This design comes from an exercise in tuning for small area, a short achievable clock period and few clock cycles per item on the open sky130 flow, not from production work. Only simulation tests tie the RTL to the original design; equivalence was not proved. Power is estimated from default activity; no workload was simulated.

Setup of sierra:
==> flow/design.v (excerpt) <==
module rs72_dec (
    input             clk,
    input             rst,
    input             in_valid,
    output            in_ready,
    input      [63:0] in_data,
    output            out_valid,
    output     [63:0] out_data,
    output            out_last,
    output            out_corrected,
    output            out_uncorrectable,
    output     [1:0]  out_nerr
);
clock: 32.0 ns
lec_check: 0
cap_margin: 20
core_margin: 2
core_utilization: 55
cts_cluster_diameter: 100
cts_cluster_size: 28
gpl_timing_driven: 0
place_density: 0.7
slew_margin: 20
standard.sh (not shown) runs the stock make flow with config.mk's settings and CLKGATE_MAP_FILE= SYNTH_SCRIPT=/design/flow/synth_recipe.tcl, a recipe that flattens the netlist after the stock synthesis.
==> flow/flow/run.sh <==
#!/bin/bash
set -euo pipefail
export BUFFER_PORTS_ARGS="-buffer_cell sky130_fd_sc_hd__buf_2"
bash standard.sh finish > flow_standard.log 2>&1
sierra reached the end of the flow, and the finished layout is clean on the timing, DRC and antenna checks.
Testbench counts of sierra, summed over its fixed seeds: cycles 14,512, units 1,600.
#### Input delta (violet over sierra)
# sierra
export LEC_CHECK = 0
export CAP_MARGIN = 20
export CORE_MARGIN = 2
export CORE_UTILIZATION = 55
export CTS_CLUSTER_DIAMETER = 100
export CTS_CLUSTER_SIZE = 28
export GPL_TIMING_DRIVEN = 0
export PLACE_DENSITY = 0.7
export SLEW_MARGIN = 20
create_clock -name core_clock -period 32.0 [get_ports {clk}]
# violet
export LEC_CHECK = 0
export CAP_MARGIN = 12
export CORE_MARGIN = 2
export CORE_UTILIZATION = 55
export CTS_CLUSTER_DIAMETER = 100
export CTS_CLUSTER_SIZE = 28
export PLACE_DENSITY = 0.7
export SLEW_MARGIN = 12
create_clock -name core_clock -period 32.0 [get_ports {clk}]
## What came out
violet ran to completion and came out clean on the timing, DRC and antenna checks.
Summary: with sierra as the reference, first-pass GRT wire length in violet moved down by a few percent.
Cell total after placement (lower): violet
Taking sierra as the reference, in violet achievable clock frequency increased about 1%; clock network latency to the later pin of the worst-skew pair essentially unchanged; via count went down.
[diff] setup slack, violet relative to sierra: improvement
Edits applied to the flow inputs when going from violet to harbor:
# violet
export LEC_CHECK = 0
export CAP_MARGIN = 12
export CORE_MARGIN = 2
export CORE_UTILIZATION = 55
export CTS_CLUSTER_DIAMETER = 100
export CTS_CLUSTER_SIZE = 28
export PLACE_DENSITY = 0.7
export SLEW_MARGIN = 12
create_clock -name core_clock -period 32.0 [get_ports {clk}]
# harbor
export LEC_CHECK = 0
export CAP_MARGIN = 20
export CORE_MARGIN = 2
export CORE_UTILIZATION = 55
export CTS_CLUSTER_DIAMETER = 100
export CTS_CLUSTER_SIZE = 28
export PLACE_DENSITY = 0.7
export SLEW_MARGIN = 20
create_clock -name core_clock -period 32.0 [get_ports {clk}]
### Flow results
Going from violet to harbor, number of clock buffers inserted by TritonCTS has decreased; period utilization has remained practically unchanged; via-per-instance ratio has remained practically unchanged.
The clock latency on the worst-skew pair reported for harbor is smaller than that of violet by 0.03 ns.
Setup changes, harbor to juniper
# harbor
export LEC_CHECK = 0
export CAP_MARGIN = 20
export CORE_MARGIN = 2
export CORE_UTILIZATION = 55
export CTS_CLUSTER_DIAMETER = 100
export CTS_CLUSTER_SIZE = 28
export PLACE_DENSITY = 0.7
export SLEW_MARGIN = 20
create_clock -name core_clock -period 32.0 [get_ports {clk}]
# juniper
export LEC_CHECK = 0
export CAP_MARGIN = 20
export CORE_MARGIN = 2
export CORE_UTILIZATION = 50
export CTS_CLUSTER_DIAMETER = 100
export CTS_CLUSTER_SIZE = 28
export PLACE_DENSITY = 0.65
export SLEW_MARGIN = 20
create_clock -name core_clock -period 32.0 [get_ports {clk}]
### Flow results
Both conditions hold for juniper: the flow ran to the end and the final layout passed the timing, DRC and antenna checks.
Delta(proportion of cell area occupied by multi-input gates, juniper - harbor) < 0
Looking at worst hold slack, juniper sits 0.0038 ns below harbor.
harbor and juniper ended up with roughly the same sequential power.
juniper -> harbor: number of ordinary inverters in the final layout delta 0, exact match
Combinational power share (lower): harbor
Setup changes, juniper to raven
# juniper
export LEC_CHECK = 0
export CAP_MARGIN = 20
export CORE_MARGIN = 2
export CORE_UTILIZATION = 50
export CTS_CLUSTER_DIAMETER = 100
export CTS_CLUSTER_SIZE = 28
export PLACE_DENSITY = 0.65
export SLEW_MARGIN = 20
create_clock -name core_clock -period 32.0 [get_ports {clk}]
# raven
export LEC_CHECK = 0
export CAP_MARGIN = 20
export CORE_MARGIN = 2
export CORE_UTILIZATION = 55
export CTS_CLUSTER_DIAMETER = 90
export CTS_CLUSTER_SIZE = 32
export PLACE_DENSITY = 0.7
export SLEW_MARGIN = 20
create_clock -name core_clock -period 32.0 [get_ports {clk}]
[summary]
- raven: maximum number of pins on one net before global-route repair is 2 higher than what juniper reported.
- Against juniper, power in raven came out better.
- Summary of raven over juniper: fmax now sits at about the same level; utilization now sits higher; global-route wire length before repair now sits lower.
Changes in tundra relative to raven:
# raven
export LEC_CHECK = 0
export CAP_MARGIN = 20
export CORE_MARGIN = 2
export CORE_UTILIZATION = 55
export CTS_CLUSTER_DIAMETER = 90
export CTS_CLUSTER_SIZE = 32
export PLACE_DENSITY = 0.7
export SLEW_MARGIN = 20
create_clock -name core_clock -period 32.0 [get_ports {clk}]
# tundra
export LEC_CHECK = 0
export CAP_MARGIN = 20
export CORE_MARGIN = 2
export CORE_UTILIZATION = 55
export CTS_CLUSTER_DIAMETER = 80
export CTS_CLUSTER_SIZE = 24
export PLACE_DENSITY = 0.7
export SLEW_MARGIN = 20
create_clock -name core_clock -period 32.0 [get_ports {clk}]
Notes after the runs:
Both conditions hold for tundra: the flow ran to the end and the final layout passed the timing, DRC and antenna checks. Going from raven to tundra, met3 wire length grew slightly. As far as average wire length per cell after detail routing is concerned, tundra and raven perform about the same. For the insertion delay of the later-clocked pin in the worst-skew pair, tundra came in 0.03 ns lower than raven did. On tundra: clock power share is 1.8 points higher than what raven gave.

* * *

Setup of oak:
Another version of the RTL of rs72_dec (not shown whole).
Size: ~5000 cells after synthesis, roughly 1300 flip-flops, roughly 140 I/O pins, ~0.054 sq mm of cells after synthesis.
// rs72_dec
module rs72_dec (
    input             clk,
    input             rst,
    input             in_valid,
    output            in_ready,
    input      [63:0] in_data,
    output            out_valid,
    output     [63:0] out_data,
    output            out_last,
    output            out_corrected,
    output            out_uncorrectable,
    output     [1:0]  out_nerr
);
export LEC_CHECK = 0
export CAP_MARGIN = 20
export CORE_MARGIN = 2
export CORE_UTILIZATION = 55
export CTS_CLUSTER_DIAMETER = 80
export CTS_CLUSTER_SIZE = 24
export PLACE_DENSITY = 0.7
export SLEW_MARGIN = 20
create_clock -name core_clock -period 32.0 [get_ports {clk}]
Scripts as last shown in full above: flow/flow/run.sh
Testbench counts of oak, summed over its fixed seeds: cycles 14,512, units 1,600.
Here is what was changed in the inputs of cedar compared with oak.
Settings: swapping 0.7 for 0.8 in PLACE_DENSITY; swapping 55 for 65 in CORE_UTILIZATION.
Results
- cedar against oak: detailed route wirelength on metal3 higher, final worst-path cycle share higher, combinational share of power lower.
- The internal power consumption was comparable across oak and cedar.

* * *

Setup of old:
rs72_dec, a different RTL version from the one above (not shown whole).
Size in the first run: roughly 1300 flip-flops, roughly 140 I/O pins.
clock: 32.0 ns
lec_check: 0
cap_margin: 20
core_margin: 2
core_utilization: 40
place_density: 0.6
slew_margin: 20
Scripts as last shown in full above: flow/flow/run.sh
old: all stages complete, timing, DRC and antenna checks passed
Testbench counts of old, summed over its fixed seeds: cycles 14,512, units 1,600.
diff inputs: old => new
Settings: an added CTS_CLUSTER_DIAMETER of 80; an added CTS_CLUSTER_SIZE of 24.
Findings:
As far as quantity of hold-fixing buffers added after cts goes, old and new are indistinguishable; the numbers are identical. Final cell area: new below old. Summary of new over old: wire length reported by the detailed router now sits lower; buffer levels on the longest clock path now sits at about the same level; count of antenna diodes in the layout now smaller; total via count in the routed design has decreased; internal power contribution down 11%. Compared with old, new shows share of the clock period used by the worst path after layout lower by 0.17 points.

* * *

rs72_dec, a different RTL version from the one above (not shown whole).
For scale: ~5100 cells after synthesis, ~1300 flip-flops, roughly 140 I/O pins, ~0.054 mm² of cells after synthesis.
clock: 32.0 ns
lec_check: 0
cap_margin: 20
core_margin: 2
core_utilization: 55
cts_cluster_diameter: 80
cts_cluster_size: 24
place_density: 0.7
slew_margin: 20
Scripts as last shown in full above: flow/flow/run.sh
The baseline produced a clean layout.
Testbench counts at the start, summed over its fixed seeds: cycles 14,512, units 1,600.
Next try:
CORE_UTILIZATION = 40   (was 55)
CTS_CLUSTER_DIAMETER = 60   (was 80)
CTS_CLUSTER_SIZE = 30   (was 24)
PLACE_DENSITY = 0.6   (was 0.7)
=>
- The changed run passed the timing, DRC and antenna checks
- combinational power came out higher by a few percent
- critical path depth is unchanged
- die area climbs by well over a third
- final area is higher by a few percent
- worst setup slack degrades by 70 ps

* * *

== try-fjord ==
Another version of the RTL of rs72_dec (not shown whole).
Size in the first run: about 1300 flip-flops, about 140 I/O pins, about 53000 um2 of cells after synthesis.
export LEC_CHECK = 0
export CAP_MARGIN = 20
export CORE_MARGIN = 2
export CORE_UTILIZATION = 55
export CTS_CLUSTER_DIAMETER = 80
export CTS_CLUSTER_SIZE = 24
export PLACE_DENSITY = 0.7
export SLEW_MARGIN = 20
create_clock -name core_clock -period 32.0 [get_ports {clk}]
Scripts as last shown in full above: flow/flow/run.sh
Testbench counts of try-fjord, summed over its fixed seeds: cycles 14,512, units 1,600.
Relative to try-fjord, the following input files were edited for try-cedar:
- a change of CTS_CLUSTER_SIZE from 24 to 28
- a change of CTS_CLUSTER_DIAMETER from 80 to 100
- Cmp try-cedar vs try-fjord: internal power summed over all cells lower in try-cedar
- Comparing met2 layer usage reported by global route for try-fjord and try-cedar, the bigger number came from try-cedar.
- Going from try-fjord to try-cedar, the overall global routing resource usage was found to have gone down by 0.17 points.
- Delta (try-cedar minus try-fjord): met2 layer wire length in the routed design +350 um, portion of the clock cycle consumed by the worst path in the final layout ~0 delta, initial antenna violation count +2, clock network area share -0.86 points, wire length the detailed router placed on met1 +290 um.

* * *

rs72_dec with an RTL version that a note above also has.
Size: roughly 5900 cells after synthesis, about 140 I/O pins, ~55000 sq um of cells after synthesis.
Settings: LEC_CHECK=0, ABC_AREA=1, CAP_MARGIN=20, CORE_MARGIN=2, CORE_UTILIZATION=40, CTS_CLUSTER_DIAMETER=80, CTS_CLUSTER_SIZE=24, PLACE_DENSITY=0.6, SLEW_MARGIN=20; clock period 32.0 ns.
Scripts as last shown in full above: flow/flow/run.sh
Testbench counts at the start, summed over its fixed seeds: cycles 14,512, units 1,600.
Rerun with:
--- a/flow/config.mk
+++ b/flow/config.mk
@@ -6,5 +6,4 @@
 export NUM_CORES = 4
 export LEC_CHECK = 0
-export ABC_AREA = 1
 export CAP_MARGIN = 20
 export CORE_MARGIN = 2
After rerunning: The new run completed without violations; clock-buffer cell count shrinks by 1; fmax stays flat; worst setup slack is worse by 0.0049 ns; power grows by 11%.

-- separate check: timing with driven ports --
No port has a modelled driver above. Below, the same layouts with a new extraction and two added sets of constraints. Step 1 assumes that a clkbuf_16 drives the clock port and a buf_2 every other input. Step 2, shift: input delay + t, output delay - t, t = (earliest + latest rising clock arrival at the registers) / 2. This alone moves slack from input paths to output paths. a / b / c = ideal / step 1 / step 2; a / b = the first two.
| run | shift t [ns] | setup WS [ns] | clock arrival spread, ns | cell pins on the clock port's net |
|---|---|---|---|---|
| sierra | 0.762 | 24.354 / 24.284 / 24.023 | 0.049 / 0.049 | 1 |
| violet | 0.765 | 24.432 / 24.359 / 24.157 | 0.052 / 0.052 | 1 |
| harbor | 0.737 | 24.448 / 24.375 / 24.209 | 0.046 / 0.046 | 1 |
| juniper | 0.765 | 24.413 / 24.344 / 24.195 | 0.053 / 0.054 | 1 |
| raven | 0.744 | 24.421 / 24.348 / 24.207 | 0.081 / 0.081 | 1 |
| tundra | 0.734 | 24.452 / 24.379 / 24.191 | 0.039 / 0.039 | 1 |
| oak | 0.719 | 24.447 / 24.376 / 24.309 | 0.052 / 0.052 | 1 |
| cedar | 0.722 | 24.346 / 24.274 / 24.350 | 0.052 / 0.053 | 1 |
| old | 0.816 | 24.356 / 24.279 / 24.209 | 0.113 / 0.113 | 1 |
| new | 0.780 | 24.410 / 24.334 / 24.202 | 0.074 / 0.074 | 1 |
| the first run of note 4 | 0.724 | 24.424 / 24.353 / 24.309 | 0.061 / 0.061 | 1 |
| the second run of note 4 | 0.783 | 24.354 / 24.280 / 24.304 | 0.100 / 0.100 | 1 |
| try-fjord | 0.730 | 24.446 / 24.374 / 24.212 | 0.034 / 0.034 | 1 |
| try-cedar | 0.746 | 24.413 / 24.346 / 24.238 | 0.062 / 0.062 | 1 |
| the first run of note 6 | 0.766 | 24.387 / 24.311 / 24.283 | 0.064 / 0.063 | 1 |
| the second run of note 6 | 0.748 | 24.382 / 24.311 / 24.309 | 0.058 / 0.058 | 1 |
After both steps setup and hold are still met in every run listed. For sierra, which loses most, drivers alone change the setup slack by -0.070 ns; drivers and shift together by -0.331 ns.
